Context: an optimization exercise on an open-source flow, tuned for small area. The choices shown serve that exercise and are no tape-out recipe. At most, simulation tests tie the RTL to the original design; equivalence was not proved. For run 1, only the layout was checked, not whether the RTL still works. Power is estimated from default activity; no workload was simulated.

===== flow/design.v =====
module sd_sinc3 #(
    parameter FAST = 0
) (
    input  wire        clk,
    input  wire        zero,       
    input  wire        act,        
    input  wire        x,          
    input  wire        main_end,   
    input  wire        fast_end,   
    input  wire        take_b,     
    input  wire [23:0] b_in,
    input  wire [1:0]  osr_sel,
    input  wire [15:0] hf,         
    input  wire [3:0]  fp,         
    input  wire [4:0]  fw,         
    input  wire [6:0]  oc_thr,
    output wire [24:0] sum,        
    output wire        clip,
    output wire        lost,       
    output wire [8:0]  fsum,       
    output wire        fover
);
    localparam FW = FAST ? 15 : 0;
    localparam W  = 24 + 8 + 6 + 1 + FW;
    reg  [W-1:0] s0, s1, s2;
    wire [W-1:0] head = ~(s2 | {W{zero}});
    wire [W-1:0] nxt;
    always @(posedge clk) begin
        s0 <= ~nxt;
        s1 <= s0;
        s2 <= s1;
    end
    wire [23:0] a    = head[23:0];
    wire [7:0]  ones = head[31:24];
    wire [5:0]  run  = head[37:32];
    wire        last = head[38];
    wire xa = x && act;
    wire me = act && main_end;
    wire [24:0] sa;
    sd_addinc #(.W(24), .K(16)) u_add_a (
        .a(a), .b(hf & {16{xa}}), .s(sa[23:0]), .co(sa[24])
    );
    wire [8:0]  n  = {1'b0, ones} + {8'd0, xa};
    assign sum = sa;
    wire [23:0] a_n    = take_b ? b_in : sa[23:0];
    wire [7:0]  ones_n = me ? 8'd0 : n[7:0];
    reg [8:0] clip_hi, clip_lo;
    always @(*) begin
        case (osr_sel)
            2'd0:    begin clip_hi = 9'd31;  clip_lo = 9'd1;  end
            2'd1:    begin clip_hi = 9'd61;  clip_lo = 9'd3;  end
            2'd2:    begin clip_hi = 9'd122; clip_lo = 9'd6;  end
            default: begin clip_hi = 9'd244; clip_lo = 9'd12; end
        endcase
    end
    assign clip = (n >= clip_hi) || (n <= clip_lo);
    wire [5:0] run_n;
    wire       last_n;
    sd_lossdet u_loss (
        .act(act), .x(x), .run(run), .last(last),
        .run_n(run_n), .last_n(last_n), .lost(lost)
    );
    generate
        if (FAST) begin : g_fast
            wire [7:0] fa = head[46:39];
            wire [6:0] fb = head[53:47];
            wire [7:0] fa_n;
            wire [6:0] fb_n;
            sd_sinc2 u_fast (
                .act(act), .x(x), .win_end(fast_end), .fp(fp), .fw(fw),
                .fa(fa), .fb(fb), .oc_thr(oc_thr),
                .fa_n(fa_n), .fb_n(fb_n), .sample(fsum), .over(fover)
            );
            assign nxt = {fb_n, fa_n, last_n, run_n, ones_n, a_n};
        end else begin : g_nofast
            assign fsum  = 9'd0;
            assign fover = 1'b0;
            assign nxt = {last_n, run_n, ones_n, a_n};
        end
    endgenerate
endmodule
module sd_sinc3_bc (
    input  wire        clk,
    input  wire        zero,       
    input  wire        act,        
    input  wire        x,          
    input  wire        main_end,   
    input  wire [15:0] hm,         
    input  wire [14:0] hl,         
    output wire [23:0] b_out       
);
    reg  [45:0] s0, s1, s2, s3, s4, s5;
    wire [45:0] head = ~(s5 | {46{zero}});
    wire [23:0] b = head[23:0];
    wire [21:0] c = head[45:24];
    wire xa = x && act;
    wire me = act && main_end;
    wire [23:0] sb;
    wire [21:0] sc;
    sd_addinc #(.W(24), .K(16)) u_add_b (
        .a(b), .b(hm & {16{xa}}), .s(sb), .co()
    );
    sd_addinc #(.W(22), .K(15)) u_add_c (
        .a(c), .b(hl & {15{xa}}), .s(sc), .co()
    );
    assign b_out = sb;
    always @(posedge clk) begin
        s0 <= ~(me ? {22'd0, 2'd0, sc} : {sc, sb});
        s1 <= s0;
        s2 <= s1;
        s3 <= s2;
        s4 <= s3;
        s5 <= s4;
    end
endmodule
module sd_rca #(
    parameter W = 8
) (
    input  wire [W-1:0] a,
    input  wire [W-1:0] b,
    input  wire         ci,
    output wire [W-1:0] s,
    output wire         co
);
    wire [W:0] c;
    assign c[0] = ci;
    genvar i;
    generate
        for (i = 0; i < W; i = i + 1) begin : bit_
            assign s[i]     = a[i] ^ b[i] ^ c[i];
            assign c[i + 1] = (a[i] & b[i]) | (c[i] & (a[i] ^ b[i]));
        end
    endgenerate
    assign co = c[W];
endmodule
module sd_addinc #(
    parameter W = 24,
    parameter K = 16
) (
    input  wire [W-1:0] a,
    input  wire [K-1:0] b,
    output wire [W-1:0] s,
    output wire         co
);
    wire         ck;
    wire [W-K:0] p;
    sd_rca #(.W(K)) u_low (.a(a[K-1:0]), .b(b), .ci(1'b0), .s(s[K-1:0]), .co(ck));
    assign p[0] = 1'b1;
    genvar i;
    generate
        for (i = K; i < W; i = i + 1) begin : inc_
            assign p[i - K + 1] = p[i - K] & a[i];
            assign s[i] = a[i] ^ (ck & p[i - K]);
        end
    endgenerate
    assign co = ck & p[W - K];
endmodule
module sd_sinc2 (
    input  wire       act,
    input  wire       x,
    input  wire       win_end,     
    input  wire [3:0] fp,          
    input  wire [4:0] fw,          
    input  wire [7:0] fa,
    input  wire [6:0] fb,
    input  wire [6:0] oc_thr,
    output wire [7:0] fa_n,
    output wire [6:0] fb_n,
    output wire [8:0] sample,      
    output wire       over
);
    wire xa = x && act;
    wire we = act && win_end;
    wire [8:0] sa;
    wire [6:0] sb;
    sd_rca #(.W(8)) u_add_a (
        .a(fa), .b({3'd0, fw & {5{xa}}}), .ci(1'b0), .s(sa[7:0]), .co(sa[8])
    );
    sd_rca #(.W(7)) u_add_b (
        .a(fb), .b({3'd0, fp & {4{xa}}}), .ci(1'b0), .s(sb), .co()
    );
    assign sample = sa;
    assign fa_n   = we ? {1'b0, sb} : sa[7:0];
    assign fb_n   = we ? 7'd0 : sb;
    wire [7:0] lo_sum = {1'b0, sa[6:0]} + {1'b0, oc_thr};
    assign over = sa[8] || (sa[7] ? (sa[6:0] >= oc_thr)
                                  : (!lo_sum[7] || lo_sum[6:0] == 7'd0));
endmodule
module sd_lossdet (
    input  wire       act,
    input  wire       x,
    input  wire [5:0] run,
    input  wire       last,
    output wire [5:0] run_n,
    output wire       last_n,
    output wire       lost
);
    wire same = (run != 6'd0) && (x == last);
    wire [5:0] step = {run[4:0], run[5] ^ run[4]};
    assign run_n  = !act ? run : same ? step : 6'd1;
    assign last_n = act ? x : last;
    assign lost   = act && same && (run == 6'd32);
endmodule
module sd_decim (
    input  wire         clk,
    input  wire         rst,         
    input  wire         enable,
    input  wire [1:0]   osr_sel,     
    input  wire [6:0]   oc_thr,
    input  wire         mod_tick,
    input  wire [5:0]   sd_in,
    output reg          main_valid,
    output reg  [149:0] main_data,
    output reg  [5:0]   main_clip,
    output reg          fast_valid,
    output reg  [26:0]  fast_data,
    output reg  [2:0]   oc_trip,
    output reg  [5:0]   sd_loss
);
    wire clr  = rst || !enable;
    wire tick = mod_tick && !clr;
    reg        p1, p2, p3, p4, p5, p6;
    reg  [2:0] zc;                   
    reg  [1:0] hc;                   
    reg        bc_hi;                
    reg  [2:0] xr0, xr1;             
    reg  [7:0] phase;                
    reg        primed;               
    wire       act    = p1 || p2 || p3;
    wire       act_bc = p1 || p2 || p3 || p4 || p5 || p6;
    wire       zero   = zc[2];                   
    wire       zero_bc = zc != 3'd0;             
    wire [8:0] osr      = 9'd32 << osr_sel;
    wire       main_end = (phase == osr[7:0] - 8'd1);
    wire       fast_end = (phase[3:0] == 4'd15);
    reg  [15:0] hf, hm;
    reg  [14:0] hl;
    reg  [15:0] hf0, hm0;
    always @(*) begin
        case (osr_sel)
            2'd0:    begin hf0 = 16'd528;   hm0 = 16'd496;   end
            2'd1:    begin hf0 = 16'd2080;  hm0 = 16'd2016;  end
            2'd2:    begin hf0 = 16'd8256;  hm0 = 16'd8128;  end
            default: begin hf0 = 16'd32896; hm0 = 16'd32640; end
        endcase
    end
    wire [8:0] n_i = osr - {1'b0, phase};           
    wire [9:0] n_2i = {1'b0, osr} - {1'b0, phase, 1'b0};    
    wire [15:0] hf_n, hm_n;
    wire [14:0] hl_n;
    sd_rca #(.W(16)) u_add_hf (
        .a(hf), .b(~{7'd0, n_i}), .ci(1'b1), .s(hf_n), .co()
    );
    sd_rca #(.W(16)) u_add_hm (
        .a(hm), .b({{6{n_2i[9]}}, n_2i}), .ci(1'b0), .s(hm_n), .co()
    );
    sd_rca #(.W(15)) u_add_hl (
        .a(hl), .b({7'd0, phase}), .ci(1'b0), .s(hl_n), .co()
    );
    always @(posedge clk) begin
        if (clr) begin
            p1     <= 1'b0;
            p2     <= 1'b0;
            p3     <= 1'b0;
            p4     <= 1'b0;
            p5     <= 1'b0;
            p6     <= 1'b0;
            zc     <= 3'd6;
            hc     <= 2'd0;
            bc_hi  <= 1'b0;
            phase  <= 8'd0;
            primed <= 1'b0;
            hf     <= hf0;
            hm     <= hm0;
            hl     <= 15'd0;
            main_valid <= 1'b0;
            fast_valid <= 1'b0;
        end else begin
            p1 <= tick;
            p2 <= p1;
            p3 <= p2;
            p4 <= p3;
            p5 <= p4;
            p6 <= p5;
            if (zc != 3'd0)
                zc <= zc - 3'd1;
            hc <= (hc == 2'd2) ? 2'd0 : hc + 2'd1;
            if (hc == 2'd2)
                bc_hi <= !bc_hi;
            main_valid <= p3 && main_end;
            fast_valid <= p3 && fast_end;
            if (p3 && fast_end)
                primed <= 1'b1;
            if (p6) begin
                if (main_end) begin
                    phase <= 8'd0;
                    hf    <= hf0;
                    hm    <= hm0;
                    hl    <= 15'd0;
                end else begin
                    phase <= phase + 8'd1;
                    hf    <= hf_n;
                    hm    <= hm_n;
                    hl    <= hl_n;
                end
            end
        end
        if (tick)
            case (hc)
                2'd0:    begin xr0 <= {sd_in[0], sd_in[2], sd_in[1]};
                               xr1 <= {sd_in[3], sd_in[5], sd_in[4]}; end
                2'd1:    begin xr0 <= {sd_in[1], sd_in[0], sd_in[2]};
                               xr1 <= {sd_in[4], sd_in[3], sd_in[5]}; end
                default: begin xr0 <= sd_in[2:0];
                               xr1 <= sd_in[5:3]; end
            endcase
        else begin
            xr0 <= {xr0[0], xr0[2:1]};
            xr1 <= {xr1[0], xr1[2:1]};
        end
    end
    wire [4:0] fw = 5'd16 - {1'b0, phase[3:0]};    
    wire [24:0] sum0, sum1;
    wire        clip0, clip1, lost0, lost1;
    wire [8:0]  fsum;
    wire        fover;
    wire [23:0] b_out;
    wire        take = act_bc && main_end;
    sd_sinc3_bc u_bc (
        .clk(clk), .zero(zero_bc), .act(act_bc), .x(bc_hi ? xr1[0] : xr0[0]),
        .main_end(main_end), .hm(hm), .hl(hl), .b_out(b_out)
    );
    sd_sinc3 #(.FAST(1)) u_lane0 (
        .clk(clk), .zero(zero), .act(act), .x(xr0[0]),
        .main_end(main_end), .fast_end(fast_end),
        .take_b(take && !bc_hi), .b_in(b_out), .osr_sel(osr_sel),
        .hf(hf), .fp(phase[3:0]), .fw(fw), .oc_thr(oc_thr),
        .sum(sum0), .clip(clip0), .lost(lost0), .fsum(fsum), .fover(fover)
    );
    sd_sinc3 #(.FAST(0)) u_lane1 (
        .clk(clk), .zero(zero), .act(act), .x(xr1[0]),
        .main_end(main_end), .fast_end(fast_end),
        .take_b(take && bc_hi), .b_in(b_out), .osr_sel(osr_sel),
        .hf(hf), .fp(phase[3:0]), .fw(fw), .oc_thr(oc_thr),
        .sum(sum1), .clip(clip1), .lost(lost1), .fsum(), .fover()
    );
    wire ld_main = act && main_end;
    wire ld_fast = act && fast_end;
    wire [24:0] bus0 = clr ? 25'd0 : sum0;
    wire [24:0] bus1 = clr ? 25'd0 : sum1;
    wire        cb0  = clip0 && !clr;
    wire        cb1  = clip1 && !clr;
    wire [8:0]  fbus = clr ? 9'd0 : fsum;
    integer j;
    always @(posedge clk) begin
        for (j = 0; j < 3; j = j + 1) begin
            if (clr || (ld_main && hc == j)) begin
                main_data[25*j +: 25]      <= bus0;
                main_data[25*j + 75 +: 25] <= bus1;
                main_clip[j]     <= cb0;
                main_clip[j + 3] <= cb1;
            end
            if (clr || (ld_fast && hc == j))
                fast_data[9*j +: 9] <= fbus;
            if (clr)
                oc_trip[j] <= 1'b0;
            else if (ld_fast && hc == j && primed && fover)
                oc_trip[j] <= 1'b1;
            if (clr)
                sd_loss[j] <= 1'b0;
            else if (lost0 && hc == j)
                sd_loss[j] <= 1'b1;
            if (clr)
                sd_loss[j + 3] <= 1'b0;
            else if (lost1 && hc == j)
                sd_loss[j + 3] <= 1'b1;
        end
    end
endmodule

===== flow/flow/run.sh =====
#!/bin/bash
# The standard layout (standard.sh, unchanged synthesis and steps), with
# two changes: the port buffers are the smallest buffer, buf_1, and clock
# tree synthesis inserts no dummy loads. The whole ORFS output goes to
# standard.log in this folder; ORFS's per-step logs stay under orfs/logs.
export BUFFER_PORTS_ARGS="-buffer_cell sky130_fd_sc_hd__buf_1"
export CTS_ARGS="-sink_clustering_enable -repair_clock_nets -sink_clustering_size 28 -sink_clustering_max_diameter 100 -buf_list sky130_fd_sc_hd__clkbuf_16 -dont_use_dummy_load"
bash standard.sh > standard.log 2>&1

===== flow/standard.sh =====
#!/bin/bash
# synth_recipe.tcl (not shown) runs the flow's synth.tcl, then flattens the netlist and writes it again
# the make line also repeats each setting of config.mk as NAME=value (left out here)
make -C /OpenROAD-flow-scripts/flow DESIGN_CONFIG=/design/flow/config.mk WORK_HOME=/design/flow/orfs CLKGATE_MAP_FILE= SYNTH_SCRIPT=/design/flow/synth_recipe.tcl "${@:-finish}"

===== flow/config.mk =====
export PLATFORM = sky130hd
export DESIGN_NAME = sd_decim
export DESIGN_NICKNAME = sd_decim
export VERILOG_FILES = /design/flow/design.v
export SDC_FILE = /design/flow/constraint.sdc
export NUM_CORES = 4
export LEC_CHECK = 0
export CAP_MARGIN = 20
export CORE_MARGIN = 2
export CORE_UTILIZATION = 85
export CTS_BUF_LIST = sky130_fd_sc_hd__clkbuf_16
export CTS_CLUSTER_DIAMETER = 100
export CTS_CLUSTER_SIZE = 28
export GPL_TIMING_DRIVEN = 0
export PLACE_DENSITY = 0.9
export SLEW_MARGIN = 20

===== flow/constraint.sdc =====
create_clock -name core_clock -period 10.0 [get_ports {clk}]
set_input_delay 2.0000 -clock core_clock [delete_from_list [all_inputs] [get_ports {clk}]]
set_output_delay 2.0000 -clock core_clock [all_outputs]
set_load 0.01 [all_outputs]

==> summary.txt, run 1 <==
outcome complete, but fails checks; SO Viols setup timing; Main synth FF type dfxtp_1; clk_skew 0.0405 ns; Core Area 0.0315 mm²; First DRT Iteration DRCs 2837; via count of the routed design 18800; drt total wl 80900 µm; die width 183 µm; Initial Util 86.2%; type of origin of the critical path flip-flop; Worst EP required 10.44 ns; nets 2531; critical path capture point type flip-flop; Mapped Cells 2071; Fin. Hold Viols 0; Synth cell types 70; number of synthesized flops with an enable pin 214; final global-route overflow total 0; reg2reg start p6; detailed placer's ending HPWL 46400 µm; CP Depth 26; drc violations 0; type of the worst setup path reg -> reg; final core utilization 93.8%; endpoints failing setup 15; fmax 0.0970 GHz; Clk Tree Root Cell clkbuf_16; register area share after synthesis 68.5%; CP Data Arrival Time 10.75 ns; ys async rst share 0%; Worst Tran Pin Value 1.25 ns; CTS hold repair buffers 0; Reg2Reg Setup Slack -0.31 ns; leakage power total 0.0113 µW; CP max stage cell fa_1; proportion of layout cells with a drive suffix above 1 6.11%; Final Worst Setup Slack -0.313 ns; Layout area overhead 8.75%; CTS tree yes; DIE AREA 0.0334 mm²; DRT Pass-1 Iters 8; worst relative slew slack 16.3%; vias in the first global route 18900; Synth warnings 4; top post-synthesis cells by area dfxtp_1, edfxtp_1, fa_1; cell area power density 186 mW/mm²; clk buf depth 3; RSZ-0062 raised after global routing yes; Largest delay share family, worst path adder cells; Synth area leader dfxtp_1; Inst Count DP 2690; Buffers on Ports 212; Max IR drop VDD 0.193 mV; Worst-path clk slew 0.11 ns; H-tree levels 2; CTS Sinks 822; worst-skew pair later-pin latency 0.57 ns; worst reg2reg path depth 26; Max Cap Viol 0; r2r endpoint u_lane0.s0[23]; routability cong. 0.896; HP Class reg -> reg; Post-Syn Nets 2277; Worst Hold Launch u_bc.s1[44]; min Tclk post-route 10.31 ns; Hold WS 0.304 ns; Final Cell Area 0.0295 mm²; Mapped Area 0.0271 mm²; crit path buf inv count 3; Final Max Tran Viols 0; CP max FO 10; first-pass GRT wire length 112000 µm; routed vias/inst 6.89; Post-DRT Antenna Nets 0; fin crit share 103%; initial antenna violation count 2; Finished Layout Cells 2727; Worst Hold End u_bc.s2[44]; GRT Overall Usage 45.4%; Synth top area share 44.8%; Avg Cell Area, Syn 13.1 µm²; largest net degree at the start of global routing 52; Inserted Clock Buffers 35; Hold Crit Depth 0; die height 183 µm; placed inst area 0.0286 mm²; Pwr Total 5500 µW; # IOs 213; row count 65; flop and latch count out of synthesis 822; Critical Path Max Stage Delay 0.58 ns; DR WL/cell 29.7 µm; crit-path most repeated cell fa_1
==> cell type report <==
type | count | area (µm²)
antenna | 2 | 5.00
sequential | 822 | 18600
clock buffer | 35 | 876
tap | 402 | 503
buffer | 69 | 320
timing repair buffer | 219 | 918
multi-input combinational | 1096 | 7990
inverter | 82 | 308
fill | 813 | 1950
==> kinds of logic after synthesis <==
group / share of synthesized area [%]
other: 0.0138
muxes: 0.558
and+or+nand+nor: 11.5
adders and majority gates: 11.2
buffers and inverters: 2.32
DFF: 68.5
xor gates and xnor gates: 1.94
AOI/OAI and AO/OA: 3.89
==> power breakdown <==
part / total (µW) / internal (µW) / switching [µW]
Clock: 1620 / 636 / 987
Sequential: 3550 / 3500 / 51.5
Combinational: 323 / 97.8 / 225
==> flip-flops by register name (all words and copies together) (netlist names), 8 cells and up <==
name and count:
fast_data 27, hf 16, hl 15, hm 15, main_data 150, phase 8, u_bc.s0 46, u_bc.s1 46
u_bc.s2 46, u_bc.s3 46, u_bc.s4 46, u_bc.s5 46, u_lane0.s0 54, u_lane0.s1 54, u_lane0.s2 54, u_lane1.s0 39
u_lane1.s1 39, u_lane1.s2 39
==> synthesized netlist by cell type (3+ instances only) <==
| library cell | number |
|---|---|
| nand2b_1 | 55 |
| buf_1 | 8 |
| nor2_1 | 152 |
| dfxtp_1 | 608 |
| nand2_1 | 291 |
| ha_1 | 92 |
| nand3_1 | 12 |
| a21o_1 | 4 |
| mux2i_1 | 14 |
| o21ai_0 | 36 |
| nor3b_2 | 3 |
| o22ai_1 | 11 |
| a41o_1 | 3 |
| nor4_1 | 10 |
| fa_1 | 95 |
| nor3_1 | 27 |
| nand4_1 | 5 |
| nor2b_1 | 9 |
| and2_1 | 24 |
| buf_2 | 20 |
| or2_2 | 38 |
| edfxtp_1 | 214 |
| inv_1 | 82 |
| a22o_1 | 20 |
| a31oi_1 | 7 |
| or3_1 | 4 |
| o21a_1 | 4 |
| o21ai_1 | 8 |
| clkbuf_1 | 36 |
| xor2_1 | 28 |
| xnor2_1 | 32 |
| o2111ai_1 | 3 |
| a21oi_1 | 52 |
| buf_4 | 4 |
| and3_1 | 14 |
==> per-stage QoR <==
stage | setup slack, ns | TNS, ns
after global placement | 0.0822 | 0
final | -0.313 | -2.32
after detailed placement | -0.0217 | -0.0648
after CTS | 0.0553 | 0
after global routing | -0.295 | -2.61
after floorplan | 1.56 | 0
==> per-layer routing <==
layer	up-vias	wire [µm]	share of wire, %	track usage (%)
met5	-	12	0.015	0
li1	7293	-	-	-
met4	2	7740	9.6	30.6
met3	652	10300	13	11.1
met1	8820	25400	31	53.6
met2	2028	37500	46	74.4
==> timing repair <==
item	CTS	global route
pin swaps	0	1
setup endpoints to repair	16	38
setup buffers	0	2
gates resized for setup	2	13
==> cell usage in the layout (no fill, tap or decap), types with 28 or more instances in the layout <==
cell / synthesis / final
dfxtp_1: 608 / 608
nand2_1: 291 / 291
buf_1: 8 / 219
edfxtp_1: 214 / 214
nor2_1: 152 / 151
fa_1: 95 / 94
ha_1: 92 / 92
inv_1: 82 / 81
nand2b_1: 55 / 55
a21oi_1: 52 / 52
or2_2: 38 / 38
o21ai_0: 36 / 35
clkbuf_16: 0 / 35
clkbuf_1: 36 / 31
xnor2_1: 32 / 31
xor2_1: 28 / 28
==> worst max-delay path by stage <==
stage               slack (ns)             end  startpoint
floorplan                 1.56   main_data[23]       zc[2]
global placement          0.08   main_data[99]       zc[2]
detailed placement       -0.02   main_data[99]       zc[2]
CTS                       0.06   main_data[99]       zc[2]
global route             -0.29  u_lane0.s0[23]          p6
finish                   -0.31  u_lane0.s0[23]          p6
==> inputs of run 2 (changes only) <==
--- a/flow/design.v
+++ b/flow/design.v
@@ -197,8 +197,7 @@
 );
     wire same = (run != 6'd0) && (x == last);
-    wire [5:0] step = {run[4:0], run[5] ^ run[4]};
-    assign run_n  = !act ? run : same ? step : 6'd1;
+    assign run_n  = !act ? run : same ? run + 6'd1 : 6'd1;
     assign last_n = act ? x : last;
-    assign lost   = act && same && (run == 6'd32);
+    assign lost   = act && same && (run == 6'd63);
 endmodule
 module sd_decim (
==> flow/flow/run.sh (replaced) <==
#!/bin/bash
# The standard layout (standard.sh, unchanged synthesis and steps), with
# two changes: the port buffers are the smallest buffer, buf_1, and clock
# tree synthesis inserts no dummy loads. The whole ORFS output goes to
# standard.log in this folder; ORFS's per-step logs stay under orfs/logs.
export BUFFER_PORTS_ARGS="-buffer_cell sky130_fd_sc_hd__buf_1"
export CTS_ARGS="-sink_clustering_enable -repair_clock_nets -sink_clustering_size 24 -sink_clustering_max_diameter 100 -buf_list sky130_fd_sc_hd__clkbuf_16 -dont_use_dummy_load"
bash standard.sh > standard.log 2>&1
--- a/flow/config.mk
+++ b/flow/config.mk
@@ -8,9 +8,8 @@
 export CAP_MARGIN = 20
 export CORE_MARGIN = 2
-export CORE_UTILIZATION = 85
+export CORE_UTILIZATION = 80
 export CTS_BUF_LIST = sky130_fd_sc_hd__clkbuf_16
 export CTS_CLUSTER_DIAMETER = 100
-export CTS_CLUSTER_SIZE = 28
-export GPL_TIMING_DRIVEN = 0
-export PLACE_DENSITY = 0.9
+export CTS_CLUSTER_SIZE = 24
+export PLACE_DENSITY = 0.88
 export SLEW_MARGIN = 20
==> summary.txt, run 2 <==
routed vias/inst 6.11 (-11%); PostCTS Resize Cnt 0 (-2); ANT cells 0 (-2); via count of the routed design 16600 (-12%); leakage power total 0.0111 µW (-1.3%); DIE AREA 0.0355 mm² (+6.5%); ys async rst share 0% (unchanged); Post-Syn Nets 2276 (-0.044%); Inserted Clock Buffers 40 (+14%); fraction of the mapped netlist area in adder cells 11.2% (-0.040 points); final global-route overflow total 0 (unchanged); reg2reg start zc[0]; r2r endpoint u_lane0.s0[23]; Max Cap Viol 0 (unchanged); largest net degree at the start of global routing 60 (+15%); Synth warnings 4 (unchanged); Hold Crit Depth 0 (unchanged); CTS hold repair buffers 0 (unchanged); most frequent cells after synthesis dfxtp_1, nand2_1, edfxtp_1, nor2_1, fa_1; nets 2478 (-2.1%); switching power share of the total 21.6% (-1.4 points); vias in the first global route 16900 (-11%); CTS tree yes; largest family of logic cells by synthesized area adder cells; First DRT Iteration DRCs 1998 (-30%); H-tree levels 2 (unchanged); type of origin of the critical path flip-flop; number of synthesized flops with an enable pin 214 (unchanged); CP Data Arrival Time 9.93 ns (-0.82 ns); final core utilization 88.0% (-5.8 points); Pint 4300 µW (+1.6%); Psw 1190 µW (-6.2%); proportion of layout cells with a drive suffix above 1 5.77% (-0.34 points); Worst EP required 10.45 ns (about the same); CP max FO 30 (+20); worst reg2reg path depth 25 (-3.8%); detailed placer's ending HPWL 39700 µm (-14%); cell area power density 186 mW/mm² (about the same); Post-Synth Simple-Gate Area 11.1% (-0.45 points); Core Area 0.0335 mm² (+6.5%); endpoints failing setup 0 (-15); die height 189 µm (+3.2%); worst relative slew slack 23.7% (+7.5 points); Seq pwr share 64.6% (about the same); routability cong. 0.914 (+2.1%); crit path buf inv count 3 (unchanged); register area share after synthesis 68.3% (-0.24 points); commonest non-fill, non-tap cells in the layout dfxtp_1, nand2_1, edfxtp_1, buf_1, nor2_1; DR WL/cell 23.0 µm (-23%); Avg Cell Area, Syn 13.2 µm² (+0.40%); Finished Layout Cells 2718 (-0.33%); type of the worst setup path reg -> reg; DRT Pass-1 Iters 6 (-2); max reg flops 150 (unchanged); # IOs 213 (unchanged); Worst Hold Launch u_lane0.s0[30]; min Tclk post-route 9.48 ns (-0.829 ns); Mapped Area 0.0272 mm² (+0.35%); Worst Tran Pin Value 1.14 ns (-0.106 ns); Synth cell types 66 (-5.7%); GRT Overall Usage 35.7% (-9.7 points); Final TNS setup 0 ns (+2.32 ns); Initial Util 81.2% (-5.0 points); most numerous cell in the Yosys netlist dfxtp_1; die width 189 µm (+3.2%); Post-CTS Repair Setup Buffers 0 (unchanged); Max IR drop VDD 0.187 mV (-2.9%); HP Class reg -> reg; first-pass GRT wire length 95900 µm (-14%); clk_skew 0.0597 ns (+0.0192 ns); Synth area leader dfxtp_1; Layout area overhead 8.28%; flop and latch count out of synthesis 822 (unchanged); commonest non-fill, non-tap cell in the layout dfxtp_1; RSZ-0062 raised after global routing no; Main synth FF type dfxtp_1; Reg2Reg Setup Slack 0.52 ns (+0.83 ns); Synth top area share 44.7% (-0.16 points); Critical Path Max Stage Delay 0.62 ns (+0.04 ns); initial antenna violation count 2 (unchanged); CTS Sinks 822 (unchanged); clock share of power 30.5% (+1.0 points); row count 67 (+3.1%); Worst Hold End u_lane0.s1[30]; drc violations 0 (unchanged); Mapped Cells 2070 (-0.048%); Final Max Tran Viols 0 (unchanged); Buffers on Ports 212 (unchanged); crit-path most repeated cell fa_1; Inst Count DP 2678 (-0.45%); critical path capture point type flip-flop; Fin. Hold Viols 0 (unchanged); Post-DRT Antenna Nets 0 (unchanged); fin crit share 94.8% (-8.3 points); fmax 0.105 GHz (+8.7%); fillers 1351 (+66%); drt total wl 62400 µm (-23%); outcome no timing/DRC/antenna violations; worst-skew pair later-pin latency 0.56 ns (about the same); combinational fraction of design power 4.9% (-1.0 points); Clk Tree Root Cell clkbuf_16; Worst-path clk slew 0.09 ns (-0.02 ns); Biggest register main_data; CP max stage cell or4b_1; Largest delay share family, worst path adder cells; mux share of post-synthesis cell area 1.23% (+0.67 points); XOR/XNOR Fraction of Synth Area 2.03% (+0.090 points); Compound-Gate Fraction of Synth Area 3.82% (-0.078 points); top post-synthesis cells by area dfxtp_1, edfxtp_1, fa_1; clk buf depth 3 (unchanged)
run 2: changes by cell type after synthesis, sizes merged, moves of 5 or more:
cell and delta:
mux2 +14, nand2 -58, o22ai -7, clkbuf +20, or3 +25, inv +5, a21oi -8, nor4b +5
nand3 +10, a31oi +8, nor2 +17, buf -15, nand2b -27
run 2: metrics by stage:
stage,instance area [µm²],hold WS [ns],total power (µW),setup WS (ns)
after floorplan,27200,0.310,3770,1.33
after global placement,28500,0.310,3850,1.22
after detailed placement,28500,0.312,3880,1.02
after CTS,29500,0.280,5490,0.676
after global routing,29500,0.284,5630,0.377
final,29500,0.280,5490,0.517
run 2: power groups by stage:
| stage | sequential, µW | clock, µW | combinational, µW |
|---|---|---|---|
| CTS | 3540 | 1680 | 266 |
| floorplan | 3630 | 0 | 137 |
| global placement | 3610 | 0 | 240 |
| global route | 3550 | 1780 | 292 |
| detailed placement | 3620 | 0 | 258 |
| finish | 3550 | 1670 | 270 |
run 2: worst reg2reg max path, delay by kind of cell (launching register included):
kind / cells / cell delay, ns
compound gates: 2 / 0.35
fa+ha+maj: 15 / 6.17
buf+inv: 3 / 0.45
flops: 1 / 0.31
simple gates: 5 / 2.05
run 2: cell type report:
| cell class | instances | area, µm² | share of cell area [%] |
|---|---|---|---|
| sequential | 822 | 18600 | 63.1 |
| multi-input combinational | 1085 | 8030 | 27.2 |
| clock buffer | 40 | 1000 | 3.39 |
| timing repair buffer | 236 | 976 | 3.31 |
| tap | 448 | 561 | 1.90 |
| inverter | 87 | 327 | 1.11 |
run 2: layer usage:
metal / global-route usage (%) / routed length (µm) / share of wire, %
met1: 46.9 / 23700 / 38
met2: 60.8 / 31100 / 50
met3: 4.82 / 5090 / 8.2
met4: 14.5 / 2590 / 4.1
met5: 0 / 22 / 0.035
run 2: worst max-delay path by stage:
stage	from	end	slack [ns]	cells after the start
2_1_floorplan	zc[2]	main_data[123]	1.33	25
3_3_place_gp	p1	main_data[23]	1.22	25
4_1_cts	zc[0]	u_lane0.s0[23]	0.68	25
5_1_grt	p3	main_data[148]	0.38	25
6_report	zc[0]	u_lane0.s0[23]	0.52	25
3_5_place_dp	p3	u_lane0.s0[23]	1.02	25
run 2: cell families after synthesis:
group	Yosys count
buf+inv	163
fa+ha+maj	187
simple gates	642
xor+xnor	63
compound gates	163
mux	29
other cells	1
flops	822
==> inputs of run 3 (changes only) <==
--- a/flow/design.v
+++ b/flow/design.v
@@ -197,7 +197,8 @@
 );
     wire same = (run != 6'd0) && (x == last);
-    assign run_n  = !act ? run : same ? run + 6'd1 : 6'd1;
+    wire [5:0] step = {run[4:0], run[5] ^ run[4]};
+    assign run_n  = !act ? run : same ? step : 6'd1;
     assign last_n = act ? x : last;
-    assign lost   = act && same && (run == 6'd63);
+    assign lost   = act && same && (run == 6'd32);
 endmodule
 module sd_decim (
@@ -221,4 +222,5 @@
     reg        p1, p2, p3, p4, p5, p6;
     reg  [2:0] zc;                   
+    reg        za, zb;               
     reg  [1:0] hc;                   
     reg        bc_hi;                
@@ -228,6 +230,6 @@
     wire       act    = p1 || p2 || p3;
     wire       act_bc = p1 || p2 || p3 || p4 || p5 || p6;
-    wire       zero   = zc[2];                   
-    wire       zero_bc = zc != 3'd0;             
+    wire       zero   = za;                      
+    wire       zero_bc = zb;                     
     wire [8:0] osr      = 9'd32 << osr_sel;
     wire       main_end = (phase == osr[7:0] - 8'd1);
@@ -258,4 +260,6 @@
     );
     always @(posedge clk) begin
+        za <= clr || zc[2] && (zc[1] || zc[0]);    
+        zb <= clr || zc[2] || zc[1];               
         if (clr) begin
             p1     <= 1'b0;
==> summary.txt, run 3 <==
outcome no timing/DRC/antenna violations; RSZ-0062 raised after global routing no; min Tclk post-route 9.73 ns (+0.246 ns); critical path capture point type flip-flop; final core utilization 87.6% (-0.33 points); CTS hold repair buffers 0 (unchanged); largest family of logic cells by synthesized area simple AND/OR/NAND/NOR gates; CP max FO 22 (-27%); most numerous cell in the Yosys netlist dfxtp_1; DRT Pass-1 Iters 6 (unchanged); fin crit share 97.3% (+2.5 points); Biggest register main_data; Mapped Area 0.0272 mm² (-0.14%); top post-synthesis cells by area dfxtp_1, edfxtp_1, fa_1; Worst Hold Launch u_lane0.s1[43]; Main synth FF type dfxtp_1; r2r endpoint main_data[149]; vias in the first global route 17000 (+0.85%); Final Max Tran Viols 0 (unchanged); Synth top area share 44.9% (+0.21 points); drt total wl 61500 µm (-1.5%); max reg flops 150 (unchanged); H-tree levels 2 (unchanged); Post-Synth Simple-Gate Area 11.4% (+0.32 points); Post-DRT Antenna Nets 0 (unchanged); Avg Cell Area, Syn 13.1 µm² (-0.57%); Fin. Hold Viols 0 (unchanged); HP Class reg -> reg; commonest non-fill, non-tap cells in the layout dfxtp_1, nand2_1, edfxtp_1, buf_1, nor2_1; proportion of layout cells with a drive suffix above 1 6.77% (+1.0 points); flop and latch count out of synthesis 824 (+0.24%); drc violations 0 (unchanged); Hold Crit Depth 0 (unchanged); Worst-path clk slew 0.10 ns (about the same); clk_skew 0.0415 ns (-0.0183 ns); mux share of post-synthesis cell area 0.603% (-0.63 points); fmax 0.103 GHz (-2.5%); nets 2484 (+0.24%); first-pass GRT wire length 95200 µm (-0.66%); fraction of the mapped netlist area in adder cells 11.3% (+0.062 points); endpoints failing setup 0 (unchanged); initial antenna violation count 0 (-2); Inserted Clock Buffers 40 (unchanged); # IOs 213 (unchanged); ys async rst share 0% (unchanged); Final Worst Setup Slack 0.271 ns (-0.246 ns); Max IR drop VDD 0.254 mV (+36%); final global-route overflow total 0 (unchanged); die height 188 µm (about the same); Hold WS 0.288 ns (+0.00821 ns); CP max stage cell nor4_2; register area share after synthesis 68.5% (+0.24 points); type of the worst setup path reg -> reg; routed vias/inst 6.04 (-1.1%); largest net degree at the start of global routing 65 (+8.3%); pre-CTS WS 0.454 ns (-0.565 ns); CP Data Arrival Time 10.02 ns (+0.09 ns); CTS Sinks 824 (+0.24%); Reg2Reg Setup Slack 0.27 ns (-0.25 ns); detailed placer's ending HPWL 38200 µm (-3.7%); Synth warnings 4 (unchanged); Worst Tran Pin Value 1.06 ns (-0.0813 ns); Max Cap Viol 0 (unchanged); Core Area 0.0335 mm² (unchanged); crit-path most repeated cell fa_1; Layout area overhead 8.03%; Synth cell types 65 (-1.5%); DIE AREA 0.0355 mm² (-0.14%); reg2reg start p3; Critical Path Max Stage Delay 0.64 ns (+0.02 ns); via count of the routed design 16500 (-0.87%); Final TNS setup 0 ns (unchanged); cell area power density 186 mW/mm² (+0.12%); die width 188 µm (about the same); Initial Util 81.1% (-0.12 points); worst relative slew slack 29.1% (+5.3 points); routability cong. 0.839 (-8.2%); commonest non-fill, non-tap cell in the layout dfxtp_1; CTS tree yes; worst path cell trace or3_2 -> and3_1 -> ha_1 -> inv_1 -> fa_1 -> fa_1 -> fa_1 -> fa_1 -> fa_1 -> fa_1 -> fa_1 -> fa_1 -> fa_1 -> fa_1 -> fa_1 -> fa_1 -> fa_1 -> fa_1 -> fa_1 -> nor4_2 -> nand2_1 -> nor4_1 -> nor3b_1; Compound-Gate Fraction of Synth Area 3.77% (-0.045 points); Synth area leader dfxtp_1; number of synthesized flops with an enable pin 214 (unchanged); Worst EP required 10.29 ns (-0.16 ns); leakage power total 0.0111 µW (about the same); row count 67 (unchanged); First DRT Iteration DRCs 1654 (-17%); DR WL/cell 22.6 µm (-1.7%); Clk Tree Root Cell clkbuf_16; Mapped Cells 2079 (+0.43%); type of origin of the critical path flip-flop; Post-Syn Nets 2286 (+0.44%); Buffers on Ports 212 (unchanged); worst-skew pair later-pin latency 0.55 ns (about the same); most frequent cells after synthesis dfxtp_1, nand2_1, edfxtp_1, nor2_1, fa_1; Worst Hold End u_lane0.s2[43]; GRT Overall Usage 35.4% (-0.24 points); clk buf depth 3 (unchanged); XOR/XNOR Fraction of Synth Area 2.06% (+0.035 points); worst reg2reg path depth 23 (-8.0%)
-- run 3: changes by cell type after synthesis, sizes merged, moves of 9 or more --
cell,delta
or2,+31
or3,-25
nor2,-9
nand2,+55
nand3,-18
mux2,-12
a31oi,-14
-- run 3: cell type report --
cell class	count	area [µm²]
sequential	824	18600
clock buffer	40	1000
multi-input combinational	1100	7950
tap	448	561
fill	1421	4140
inverter	82	308
antenna	1	2.50
timing repair buffer	229	923
-- run 3: kinds of logic (layout without fill, tap and decap cells) --
| family | Yosys count | after routing |
|---|---|---|
| flip-flops | 824 | 824 |
| AND/OR/NAND/NOR | 671 | 671 |
| adder cells (fa/ha/maj) | 188 | 188 |
| AO/OA/AOI/OAI | 160 | 160 |
| buffers and inverters | 155 | 351 |
| XOR/XNOR | 64 | 64 |
| multiplexers | 16 | 16 |
| other | 1 | 2 |
-- run 3: worst max-delay path, delay by kind of cell (launching register included) --
| family | cells | cell delay [ns] |
|---|---|---|
| adders and majority gates | 16 | 6.54 |
| buffers and inverters | 1 | 0.05 |
| DFF | 1 | 0.36 |
| and+or+nand+nor | 6 | 2.50 |
-- run 3: per-layer routing --
layer / vias up / routed length, µm / global-route usage, % / part of all wire (%)
met1: 8027 / 22800 / 45.1 / 37
met2: 1044 / 30600 / 60.8 / 50
met3: 222 / 5280 / 6.37 / 8.6
met4: 0 / 2830 / 14.5 / 4.6
met5: - / 0 / 0 / 0
li1: 7171 / - / - / -
-- run 3: power by group --
part / internal [µW] / leakage (µW) / total (µW) / switching, µW
sequential: 3510 / 0.00721 / 3550 / 41.9
clock: 718 / 0.000493 / 1660 / 943
combinational: 84.7 / 0.00342 / 264 / 179
total: 4310 / 0.0111 / 5480 / 1160
-- run 3: worst max-delay path by stage --
stage / start / end / slack [ns] / cells after the start
after floorplan: za / main_data[123] / 1.53 / 25
after global placement: p3 / main_data[98] / 0.78 / 24
after detailed placement: p3 / main_data[99] / 0.45 / 23
after CTS: p2 / main_data[99] / 0.15 / 23
after global routing: p3 / main_data[99] / 0.04 / 23
final: p3 / main_data[149] / 0.27 / 23
-- run 3: repair_timing --
action	CTS	global route
setup endpoints to repair	7	10
resized for setup	1	1
buffers inserted	0	0
-- run 3: metrics by stage --
step / cells / total power (µW) / area (µm²)
finish: 2724 / 5480 / 29400
global route: 2723 / 5620 / 29400
CTS: 2723 / 5470 / 29400
detailed placement: 2683 / 3870 / 28400
global placement: 2683 / 3850 / 28400
floorplan: 2079 / 3770 / 27200
==> inputs of run 4 (changes only) <==
==> flow/flow/run.sh (replaced) <==
#!/bin/bash
# The standard layout (standard.sh, unchanged synthesis and steps), with
# two changes: the port buffers are the smallest buffer, buf_1, and clock
# tree synthesis inserts no dummy loads. The whole ORFS output goes to
# standard.log in this folder; ORFS's per-step logs stay under orfs/logs.
export BUFFER_PORTS_ARGS="-buffer_cell sky130_fd_sc_hd__buf_1"
export CTS_ARGS="-sink_clustering_enable -repair_clock_nets -sink_clustering_size 14 -sink_clustering_max_diameter 60 -buf_list sky130_fd_sc_hd__clkbuf_8 -dont_use_dummy_load"
bash standard.sh > standard.log 2>&1
--- a/flow/config.mk
+++ b/flow/config.mk
@@ -9,7 +9,7 @@
 export CORE_MARGIN = 2
 export CORE_UTILIZATION = 80
-export CTS_BUF_LIST = sky130_fd_sc_hd__clkbuf_16
-export CTS_CLUSTER_DIAMETER = 100
-export CTS_CLUSTER_SIZE = 24
+export CTS_BUF_LIST = sky130_fd_sc_hd__clkbuf_8
+export CTS_CLUSTER_DIAMETER = 60
+export CTS_CLUSTER_SIZE = 14
 export PLACE_DENSITY = 0.88
 export SLEW_MARGIN = 20
==> summary.txt, run 4 <==
clk_skew 0.0502 ns (+0.00873 ns); Reg2Reg Setup Slack 0.41 ns (+0.14 ns); outcome no timing/DRC/antenna violations; First DRT Iteration DRCs 1428 (-14%); flop and latch count out of synthesis 824 (unchanged); routability cong. 0.839 (unchanged); reg2reg start p3; leakage power total 0.0111 µW (about the same); Clk Tree Root Cell clkbuf_8; CP Data Arrival Time 9.89 ns (-0.13 ns); RSZ-0062 raised after global routing no; Worst EP required 10.30 ns (about the same); CP max stage cell nor4_2; Worst Hold Launch u_bc.s3[22]; Worst Tran Pin Value 1.05 ns (-0.0113 ns); top post-synthesis cells by area dfxtp_1, edfxtp_1, fa_1; commonest non-fill, non-tap cell in the layout dfxtp_1; type of origin of the critical path flip-flop; worst-skew pair later-pin latency 0.62 ns (+0.07 ns); via count of the routed design 16000 (-2.7%); Inserted Clock Buffers 68 (+70%); H-tree levels 3 (+1); routed vias/inst 5.82 (-3.7%); worst reg2reg path depth 24 (+4.3%); Critical Path Max Stage Delay 0.59 ns (-0.05 ns); Synth cell types 65 (unchanged); HP Class reg -> reg; Layout area overhead 7.79%; type of the worst setup path reg -> reg; critical path capture point type flip-flop; drt total wl 57200 µm (-6.9%); Mapped Cells 2079 (unchanged); most numerous cell in the Yosys netlist dfxtp_1; register area share after synthesis 68.5% (unchanged); number of synthesized flops with an enable pin 214 (unchanged); die height 188 µm (unchanged); Pwr Total 5370 µW (-2.0%); Final Max Tran Viols 0 (unchanged); DRT Pass-1 Iters 6 (unchanged); Synth top area share 44.9% (unchanged); clk buf depth 3 (unchanged); Core Area 0.0335 mm² (unchanged); GRT Overall Usage 32.9% (-2.5 points); Post-Syn Nets 2286 (unchanged); CTS tree yes; detailed placer's ending HPWL 38200 µm (unchanged); min Tclk post-route 9.59 ns (-0.138 ns); max reg flops 150 (unchanged); Worst-path clk slew 0.09 ns (about the same); initial antenna violation count 0 (unchanged); ys async rst share 0% (unchanged); Mapped Area 0.0272 mm² (unchanged); Max IR drop VDD 0.157 mV (-38%); proportion of layout cells with a drive suffix above 1 7.86% (+1.1 points); cell area power density 183 mW/mm² (-1.8%); endpoints failing setup 0 (unchanged); Synth warnings 4 (unchanged); commonest non-fill, non-tap cells in the layout dfxtp_1, nand2_1, edfxtp_1, buf_1, nor2_1; Buffers on Ports 212 (unchanged); most frequent cells after synthesis dfxtp_1, nand2_1, edfxtp_1, nor2_1, fa_1; # IOs 213 (unchanged); fmax 0.104 GHz (+1.4%); crit-path most repeated cell fa_1; worst path cell trace or3_1 -> and3_1 -> ha_1 -> inv_1 -> fa_1 -> fa_1 -> fa_1 -> fa_1 -> fa_1 -> fa_1 -> fa_1 -> fa_1 -> fa_1 -> fa_1 -> fa_1 -> fa_1 -> fa_1 -> fa_1 -> fa_1 -> nor4_2 -> nand2_1 -> nor4_1 -> xor2_1 -> nor2_1; fin crit share 95.9% (-1.4 points); Post-DRT Antenna Nets 0 (unchanged); Fin. Hold Viols 0 (unchanged); Hold Crit Depth 0 (unchanged); vias in the first global route 16500 (-2.8%); first-pass GRT wire length 89200 µm (-6.3%); DIE AREA 0.0355 mm² (unchanged); Final TNS setup 0 ns (unchanged); drc violations 0 (unchanged); Worst Hold End u_bc.s4[22]; worst relative slew slack 29.8% (+0.76 points); Largest delay share family, worst path adder cells; crit path buf inv count 1 (unchanged); Biggest register main_data; Initial Util 81.1% (unchanged); final global-route overflow total 0 (unchanged); CTS Sinks 824 (unchanged); CP max FO 22 (unchanged); Synth area leader dfxtp_1; Max Cap Viol 0 (unchanged); die width 188 µm (unchanged); r2r endpoint main_data[148]; Main synth FF type dfxtp_1; nets 2512 (+1.1%); largest net degree at the start of global routing 65 (unchanged); row count 67 (unchanged); Avg Cell Area, Syn 13.1 µm² (unchanged); DR WL/cell 20.8 µm (-7.9%)
==> run 4: cell types whose count changed in the layout (fill, tap and decap cells not counted) <==
cell	delta
clkbuf_16	-40
or3_1	+1
or3_2	-1
clkbuf_8	+68
==> run 4: kinds of logic after synthesis <==
family	Yosys count	share of synthesized area, %
DFF	824	68.5
and+or+nand+nor	671	11.4
adders and majority gates	188	11.3
AOI/OAI and AO/OA	160	3.77
buffers and inverters	155	2.39
xor gates and xnor gates	64	2.06
muxes	16	0.602
other	1	0.0138
==> run 4: worst reg2reg max path, cell delays in order, from the launching register on <==
cell,delay [ns]
dfxtp_1,0.36
or3_1,0.57
and3_1,0.26
ha_1,0.14
inv_1,0.05
fa_1,0.37
fa_1,0.43
fa_1,0.45
fa_1,0.41
fa_1,0.39
fa_1,0.41
fa_1,0.40
fa_1,0.43
fa_1,0.41
fa_1,0.40
fa_1,0.40
fa_1,0.43
fa_1,0.40
fa_1,0.41
fa_1,0.44
nor4_2,0.59
nand2_1,0.22
nor4_1,0.46
xor2_1,0.29
nor2_1,0.14
==> run 4: worst max-delay path by stage <==
| stage | cells past startpoint | slack (ns) | end | startpoint |
|---|---|---|---|---|
| after floorplan | 25 | 1.53 | main_data[123] | za |
| after global placement | 24 | 0.78 | main_data[98] | p3 |
| after detailed placement | 23 | 0.45 | main_data[99] | p3 |
| after CTS | 24 | 0.29 | main_data[148] | p2 |
| after global routing | 23 | 0.07 | main_data[99] | p3 |
| final | 24 | 0.41 | main_data[148] | p3 |
==> run 4: layout make-up <==
type                    count  area (µm²)
well taps                 448         561
inverters                  82         308
clock buffers              68         936
flip-flops and latches    824       18600
diodes                      1        2.50
multi-input cells        1100        7950
repair buffers            229         923
fillers                  1495        4210
==> run 4: what timing repair did <==
action                                 CTS  global route
endpoints found under the hold margin    0             0
hold buffers                             0             0
gates resized for setup                  0             1
setup endpoints to repair                0             7
setup buffers                            0             0
==> run 4: per-layer routing <==
| layer | track usage [%] | wire length, µm | vias to the layer above |
|---|---|---|---|
| met5 | 0 | 0 | - |
| met4 | 14.1 | 2340 | 0 |
| met3 | 5.92 | 4530 | 184 |
| met2 | 55.8 | 28200 | 854 |
| met1 | 42.4 | 22100 | 7763 |
| li1 | - | - | 7218 |
==> run 4: power breakdown <==
part           internal, µW  switching, µW
logic                  83.6            174
registers              3510           39.0
clock network           612            950
==> run 4: stage by stage <==
| stage | worst slack [ns] | hold slack (ns) | std cells | util, % | cell area (µm²) |
|---|---|---|---|---|---|
| 3_3_place_gp | 0.783 | 0.309 | 2683 | 84.6 | 28400 |
| 4_1_cts | 0.295 | 0.292 | 2751 | 87.4 | 29300 |
| 2_1_floorplan | 1.53 | 0.310 | 2079 | - | 27200 |
| 6_report | 0.410 | 0.294 | 2752 | 87.4 | 29300 |
| 5_1_grt | 0.0730 | 0.308 | 2751 | 87.4 | 29300 |
| 3_5_place_dp | 0.454 | 0.312 | 2683 | 84.6 | 28400 |
==> inputs of run 5 (changes only) <==
--- a/flow/design.v
+++ b/flow/design.v
@@ -228,6 +228,5 @@
     reg  [7:0] phase;                
     reg        primed;               
-    wire       act    = p1 || p2 || p3;
-    wire       act_bc = p1 || p2 || p3 || p4 || p5 || p6;
+    reg        act, act_bc;          
     wire       zero   = za;                      
     wire       zero_bc = zb;                     
@@ -260,4 +259,6 @@
     );
     always @(posedge clk) begin
+        act    <= !clr && (tick || p1 || p2);
+        act_bc <= !clr && (tick || p1 || p2 || p3 || p4 || p5);
         za <= clr || zc[2] && (zc[1] || zc[0]);    
         zb <= clr || zc[2] || zc[1];               
==> summary.txt, run 5 <==
switching power share of the total 21.8% (+0.17 points); clk_skew 0.0543 ns (+0.00405 ns); commonest non-fill, non-tap cell in the layout dfxtp_1; worst-skew pair later-pin latency 0.61 ns (about the same); initial antenna violation count 0 (unchanged); critical path capture point type flip-flop; row count 67 (unchanged); flop and latch count out of synthesis 826 (+0.24%); DR WL/cell 21.0 µm (+1.0%); proportion of layout cells with a drive suffix above 1 7.63% (-0.23 points); cell area power density 183 mW/mm² (+0.14%); ys async rst share 0% (unchanged); fmax 0.111 GHz (+6.3%); Mapped Cells 2080 (+0.048%); CTS hold repair buffers 0 (unchanged); pre-CTS WS 1.24 ns (+0.788 ns); endpoints failing setup 0 (unchanged); Final Max Tran Viols 0 (unchanged); Mapped Area 0.0273 mm² (+0.22%); Avg Cell Area, Syn 13.1 µm² (+0.17%); routability cong. 0.842 (+0.35%); Buffers on Ports 212 (unchanged); GRT Overall Usage 33.5% (+0.52 points); final global-route overflow total 0 (unchanged); type of the worst setup path reg -> reg; most numerous cell in the Yosys netlist dfxtp_1; Fin. Hold Viols 0 (unchanged); Inserted Clock Buffers 69 (+1.5%); Synth warnings 4 (unchanged); number of synthesized flops with an enable pin 214 (unchanged); First DRT Iteration DRCs 1578 (+11%); reg2reg start bc_hi; sequential cell area 0.0187 mm² (+0.22%); type of origin of the critical path flip-flop; CP max FO 30 (+36%); Initial Util 81.3% (+0.18 points); # IOs 213 (unchanged); most frequent cells after synthesis dfxtp_1, nand2_1, edfxtp_1, nor2_1, fa_1; largest net degree at the start of global routing 59 (-9.2%); Seq pwr share 65.9% (-0.2 points); fillers 1500 (+0.33%); Main synth FF type dfxtp_1; CP Capture Point u_lane0.s0[23]; origin of the worst setup path bc_hi; Final Worst Setup Slack 0.976 ns (+0.566 ns); Synth top area share 44.9% (+0.050 points); Worst-path clk slew 0.09 ns (about the same); Max Cap Viol 0 (unchanged); Core Area 0.0335 mm² (unchanged); die height 189 µm (+0.10%); drc violations 0 (unchanged); PostCTS Resize Cnt 0 (unchanged); RSZ-0062 raised after global routing no; H-tree levels 3 (unchanged); Final TNS setup 0 ns (unchanged); Psw 1180 µW (+1.3%); Worst Tran Pin Value 1.06 ns (+0.00761 ns); r2r endpoint u_lane0.s0[23]; HP Class reg -> reg; min Tclk post-route 9.02 ns (-0.566 ns); Post-DRT Antenna Nets 0 (unchanged); fin crit share 90.2% (-5.7 points); drt total wl 57900 µm (+1.1%); Post-Syn Nets 2287 (+0.044%); commonest non-fill, non-tap cells in the layout dfxtp_1, nand2_1, edfxtp_1, buf_1, nor2_1; die width 189 µm (+0.10%); CP Data Arrival Time 9.53 ns (-0.36 ns); CTS Sinks 826 (+0.24%); Synth cell types 65 (unchanged); detailed placer's ending HPWL 38900 µm (+1.7%); Clk Tree Root Cell clkbuf_8; vias in the first global route 16600 (+0.36%); outcome no timing/DRC/antenna violations; Max IR drop VDD 0.172 mV (+9.7%); ANT cells 0 (-1); Synth area leader dfxtp_1; worst relative slew slack 29.3% (-0.51 points); Worst EP required 10.51 ns (+0.21 ns); Pint 4220 µW (+0.30%); nets 2517 (+0.20%); CTS tree yes; first-pass GRT wire length 91000 µm (+2.1%); combinational fraction of design power 4.7% (about the same); top post-synthesis cells by area dfxtp_1, edfxtp_1, fa_1; Biggest register main_data; clk buf depth 3 (unchanged); Post-CTS Repair Setup Buffers 0 (unchanged); via count of the routed design 16100 (+0.74%); worst reg2reg path depth 26 (+8.3%); routed vias/inst 5.86 (+0.59%); register area share after synthesis 68.5% (about the same); area of the multi-input gates 0.00798 mm² (+0.31%); clock share of power 29.4% (+0.3 points); Reg2Reg Setup Slack 0.98 ns (+0.57 ns); DIE AREA 0.0356 mm² (+0.21%); max reg flops 150 (unchanged); leakage power total 0.0113 µW (+1.3%); DRT Pass-1 Iters 8 (+2); Layout area overhead 7.96%
[run 5: changes by cell type after synthesis, moves of 7 or more]
cell,before,now
nand2b_1,37,29
a21oi_1,50,57
and2_1,19,33
nand2_1,287,272
o21ai_0,40,31
nor3_1,30,22
[run 5: per-layer routing]
metal,vias to the layer above,global-route usage (%),part of all wire (%)
met5,-,0,0
met4,0,11.3,3.0
met3,155,4.95,7.6
met2,807,55.7,49
met1,7949,45.9,40
li1,7226,-,-
[run 5: per-stage QoR]
step / std cells / utilization (%) / instance area (µm²) / hold WS [ns] / total power [µW]
2_1_floorplan: 2080 / - / 27300 / 0.310 / 3780
3_3_place_gp: 2687 / 84.9 / 28500 / 0.310 / 3850
3_5_place_dp: 2687 / 84.9 / 28500 / 0.312 / 3870
4_1_cts: 2756 / 87.8 / 29400 / 0.303 / 5400
5_1_grt: 2756 / 87.8 / 29400 / 0.300 / 5560
6_report: 2756 / 87.8 / 29400 / 0.302 / 5390
[run 5: cells by family (layout without fill, tap and decap cells)]
| kind of cell | after synthesis | after routing | synth area share, % |
|---|---|---|---|
| flip-flops | 826 | 826 | 68.5 |
| other | 1 | 1 | 0.0138 |
| AND/OR/NAND/NOR | 663 | 663 | 11.4 |
| buffers and inverters | 160 | 388 | 2.31 |
| multiplexers | 20 | 20 | 0.748 |
| AO/OA/AOI/OAI | 160 | 160 | 3.76 |
| XOR/XNOR | 62 | 62 | 1.99 |
| adder cells (fa/ha/maj) | 188 | 188 | 11.2 |
[run 5: final cells by class]
class	instances	area share, %
repair buffers	230	3.16
well taps	448	1.90
multi-input cells	1094	27.1
flip-flops and latches	826	63.5
clock buffers	69	3.23
inverters	89	1.14
[run 5: worst min path at each step]
| stage | start | endpoint | cells after the start |
|---|---|---|---|
| detailed placement | u_bc.s1[16] | u_bc.s2[16] | 0 |
| global route | u_bc.s2[13] | u_bc.s3[13] | 0 |
| global placement | u_lane0.s0[40] | u_lane0.s1[40] | 0 |
| finish | u_bc.s2[13] | u_bc.s3[13] | 0 |
| floorplan | u_bc.s0[0] | u_bc.s1[0] | 0 |
| CTS | u_bc.s1[7] | u_bc.s2[7] | 0 |
[run 5: critical path: stages, from the launching register on]
cell     delay [ns]
dfxtp_1        0.56
mux2i_1        0.17
nor2b_2        0.14
buf_4          0.32
and2_1         0.21
fa_1           0.21
fa_1           0.17
inv_1          0.05
fa_1           0.37
fa_1           0.42
fa_1           0.39
fa_1           0.39
fa_1           0.39
fa_1           0.40
fa_1           0.40
fa_1           0.40
fa_1           0.40
fa_1           0.42
fa_1           0.40
fa_1           0.39
fa_1           0.43
nor3_1         0.42
nand3_1        0.34
o31ai_1        0.33
nor3b_1        0.49
nand2_1        0.15
o31a_1         0.14
[run 5: power groups by stage]
stage,Sequential (µW),Clock [µW],Combinational (µW)
after floorplan,3640,0,135
after global placement,3620,0,230
after detailed placement,3630,0,245
after CTS,3550,1600,250
after global routing,3560,1720,276
final,3560,1590,252
==> inputs of run 6 (changes only) <==
--- a/flow/design.v
+++ b/flow/design.v
@@ -220,5 +220,7 @@
     wire clr  = rst || !enable;
     wire tick = mod_tick && !clr;
-    reg        p1, p2, p3, p4, p5, p6;
+    reg  [2:0] pc;
+    wire       p3 = (pc == 3'd4);    
+    wire       p6 = (pc == 3'd1);    
     reg  [2:0] zc;                   
     reg        za, zb;               
@@ -259,15 +261,10 @@
     );
     always @(posedge clk) begin
-        act    <= !clr && (tick || p1 || p2);
-        act_bc <= !clr && (tick || p1 || p2 || p3 || p4 || p5);
+        act    <= !clr && (tick || pc[2] && (pc[1] || pc[0]));    
+        act_bc <= !clr && (tick || pc[2] || pc[1]);               
         za <= clr || zc[2] && (zc[1] || zc[0]);    
         zb <= clr || zc[2] || zc[1];               
         if (clr) begin
-            p1     <= 1'b0;
-            p2     <= 1'b0;
-            p3     <= 1'b0;
-            p4     <= 1'b0;
-            p5     <= 1'b0;
-            p6     <= 1'b0;
+            pc     <= 3'd0;
             zc     <= 3'd6;
             hc     <= 2'd0;
@@ -281,10 +278,8 @@
             fast_valid <= 1'b0;
         end else begin
-            p1 <= tick;
-            p2 <= p1;
-            p3 <= p2;
-            p4 <= p3;
-            p5 <= p4;
-            p6 <= p5;
+            if (tick)
+                pc <= 3'd6;
+            else if (pc != 3'd0)
+                pc <= pc - 3'd1;
             if (zc != 3'd0)
                 zc <= zc - 3'd1;
--- a/flow/config.mk
+++ b/flow/config.mk
@@ -6,5 +6,5 @@
 export NUM_CORES = 4
 export LEC_CHECK = 0
-export CAP_MARGIN = 20
+export CAP_MARGIN = 0
 export CORE_MARGIN = 2
 export CORE_UTILIZATION = 80
@@ -13,3 +13,3 @@
 export CTS_CLUSTER_SIZE = 14
 export PLACE_DENSITY = 0.88
-export SLEW_MARGIN = 20
+export SLEW_MARGIN = 0
==> summary.txt, run 6 <==
outcome no timing/DRC/antenna violations; CP max FO 16 (-47%); Biggest register main_data; DR WL/cell 20.9 µm (-0.35%); Max Cap Viol 0 (unchanged); critical path capture point type flip-flop; routed vias/inst 5.83 (-0.35%); leakage power total 0.0113 µW (about the same); Worst EP required 10.35 ns (-0.16 ns); number of synthesized flops with an enable pin 214 (unchanged); largest net degree at the start of global routing 60 (+1.7%); min Tclk post-route 9.07 ns (+0.0435 ns); vias in the first global route 16400 (-1.3%); Core Area 0.0334 mm² (-0.25%); type of origin of the critical path flip-flop; clk buf depth 3 (unchanged); die width 188 µm (-0.19%); Initial Util 81.2% (-0.11 points); drt total wl 57600 µm (-0.39%); Mapped Area 0.0272 mm² (-0.39%); Final TNS setup 0 ns (unchanged); RSZ-0062 raised after global routing no; via count of the routed design 16100 (-0.38%); Main synth FF type dfxtp_1; Synth area leader dfxtp_1; reg2reg start act; commonest non-fill, non-tap cells in the layout dfxtp_1, nand2_1, edfxtp_1, buf_1, nor2_1; Synth cell types 61 (-6.2%); final global-route overflow total 0 (unchanged); PostCTS Resize Cnt 0 (unchanged); die height 188 µm (-0.19%); CTS hold repair buffers 0 (unchanged); fmax 0.110 GHz (-0.48%); drc violations 0 (unchanged); # IOs 213 (unchanged); register area share after synthesis 68.6% (about the same); DRT Pass-1 Iters 6 (-2); max reg flops 150 (unchanged); most frequent cells after synthesis dfxtp_1, nand2_1, edfxtp_1, nor2_1, ha_1; CP Data Arrival Time 9.41 ns (-0.12 ns); CTS Sinks 823 (-0.36%); First DRT Iteration DRCs 1272 (-19%); Max IR drop VDD 0.190 mV (+10%); worst-skew pair later-pin latency 0.62 ns (about the same); Final Worst Setup Slack 0.933 ns (-0.0435 ns); top post-synthesis cells by area dfxtp_1, edfxtp_1, fa_1; Pwr Total 5370 µW (-0.45%); flop and latch count out of synthesis 823 (-0.36%); Post-DRT Antenna Nets 0 (unchanged); Mapped Cells 2076 (-0.19%); pre-CTS WS 1.30 ns (+0.0553 ns); ys async rst share 0% (unchanged); Clk Tree Root Cell clkbuf_8; commonest non-fill, non-tap cell in the layout dfxtp_1; H-tree levels 3 (unchanged); initial antenna violation count 2 (+2); Layout area overhead 8.03% (about the same); nets 2519 (+0.079%); r2r endpoint main_data[73]; proportion of layout cells with a drive suffix above 1 7.33% (-0.30 points); Post-Syn Nets 2287 (unchanged); Synth warnings 4 (unchanged); first-pass GRT wire length 88800 µm (-2.5%); Synth top area share 44.9% (-0.045 points); clk_skew 0.0495 ns (-0.00479 ns); Inserted Clock Buffers 68 (-1.4%); Buffers on Ports 212 (unchanged); Worst Hold Launch u_lane0.s0[11]; Post-CTS Repair Setup Buffers 0 (unchanged); Avg Cell Area, Syn 13.1 µm² (-0.20%); worst reg2reg path depth 25 (-3.8%); worst relative slew slack 16.6% (-13 points); Reg2Reg Setup Slack 0.93 ns (-0.04 ns); cell area power density 183 mW/mm² (-0.12%); DIE AREA 0.0354 mm² (-0.38%); HP Class reg -> reg; Worst-path clk slew 0.09 ns (about the same); routability cong. 0.855 (+1.5%); final core utilization 87.7% (about the same); Worst Hold End u_lane0.s1[11]; detailed placer's ending HPWL 39600 µm (+1.8%); Fin. Hold Viols 0 (unchanged); Hold Crit Depth 0 (unchanged); row count 67 (unchanged); most numerous cell in the Yosys netlist dfxtp_1; Worst Tran Pin Value 1.25 ns (+0.193 ns); fin crit share 90.7% (+0.44 points); GRT Overall Usage 32.9% (-0.58 points); Final Max Tran Viols 0 (unchanged); Final Cell Area 0.0293 mm² (-0.32%); placed inst area 0.0284 mm² (-0.29%); CTS tree yes; type of the worst setup path reg -> reg; endpoints failing setup 0 (unchanged)
-- run 6: cell count changes in the layout (fill, tap and decap cells not counted), moves of 5 or more --
cell,delta
a21oi_1,-6
and2_1,-5
nand2_1,+10
nand2b_1,-5
nor2_1,+5
o21ai_0,+5
-- run 6: cells by family after synthesis --
logic type / count (synthesis) / synth area share, %
DFF: 823 / 68.6
adders and majority gates: 192 / 11.5
buffers and inverters: 154 / 2.20
AOI/OAI and AO/OA: 160 / 3.72
muxes: 20 / 0.746
and+or+nand+nor: 663 / 11.3
xor gates and xnor gates: 63 / 2.03
other: 1 / 0.0138
-- run 6: worst max path at each step --
| stage | startpoint | to | slack, ns |
|---|---|---|---|
| floorplan | za | main_data[123] | 1.76 |
| global placement | act | main_data[23] | 1.57 |
| detailed placement | act | main_data[23] | 1.30 |
| CTS | act | main_data[23] | 1.07 |
| global route | act | main_data[48] | 0.63 |
| finish | act | main_data[73] | 0.93 |
-- run 6: area by class of cell --
class	instances	area, µm²
repair buffers	229	923
clock buffers	68	936
well taps	448	561
flip-flops and latches	823	18600
multi-input cells	1099	7970
fillers	1456	4110
diodes	1	2.50
inverters	87	327
-- run 6: worst max-delay path, cell delays in order (launching register included) --
cell	delay (ns)
dfxtp_1	0.63
nand2_1	0.27
nor2_1	0.21
ha_1	0.20
fa_1	0.19
fa_1	0.18
inv_1	0.05
fa_1	0.39
fa_1	0.40
fa_1	0.39
fa_1	0.42
fa_1	0.43
fa_1	0.39
fa_1	0.40
fa_1	0.40
fa_1	0.39
fa_1	0.39
fa_1	0.43
fa_1	0.40
fa_1	0.47
nor4_1	0.59
nand2_1	0.24
or3_1	0.46
nor2_1	0.15
xnor2_1	0.09
and3_1	0.20
-- run 6: through the flow --
stage | hold WS, ns | cells
finish | 0.304 | 2755
global route | 0.314 | 2755
CTS | 0.294 | 2754
detailed placement | 0.312 | 2686
global placement | 0.309 | 2686
floorplan | 0.310 | 2076
-- run 6: routing by layer --
| metal | up-vias | track usage (%) | part of all wire [%] |
|---|---|---|---|
| li1 | 7242 | - | - |
| met1 | 7853 | 43.9 | 40 |
| met2 | 840 | 55.0 | 49 |
| met3 | 140 | 6.18 | 8.4 |
| met4 | 0 | 11.4 | 2.9 |
| met5 | - | 0 | 0 |
-- run 6: report_power, final --
part,leakage (µW),switching [µW],internal (µW)
logic,0.00357,173,84.1
clock network,0.000489,956,612
registers,0.00720,43.2,3500

## separate check: timing with driven ports
Ports are ideal in the flow. The routed layouts listed here were re-timed in OpenROAD. Step 1 (the two cells are an assumption about what drives the block):
set clk [get_ports {clk}]
set_driving_cell -lib_cell sky130_fd_sc_hd__clkbuf_16 $clk
set_driving_cell -lib_cell sky130_fd_sc_hd__buf_2 [delete_from_list [all_inputs] $clk]
Step 2 moves the port delays by t, midway between the first and last clock arrival at a register: inputs arrive t later, outputs are due t later. That takes back most of the time a late clock gives input paths. a / b / c = ideal / step 1 / step 2; a / b = the first two.
run	shift t [ns]	setup slack, ns	latest minus earliest clock arrival (ns)	slew at the worst register clock pin (ns)	cell pins on the clock port's net
run 1	0.615	-0.313 / -0.313 / -0.313	0.042 / 0.042	0.12 / 0.12	1
run 2	0.597	0.517 / 0.517 / 0.517	0.075 / 0.075	0.10 / 0.10	1
run 3	0.583	0.271 / 0.271 / 0.271	0.050 / 0.051	0.10 / 0.10	1
run 4	0.649	0.410 / 0.410 / 0.410	0.051 / 0.051	0.10 / 0.10	1
run 5	0.637	0.976 / 0.976 / 0.976	0.057 / 0.057	0.10 / 0.10	1
run 6	0.641	0.933 / 0.933 / 0.933	0.051 / 0.051	0.09 / 0.09	1
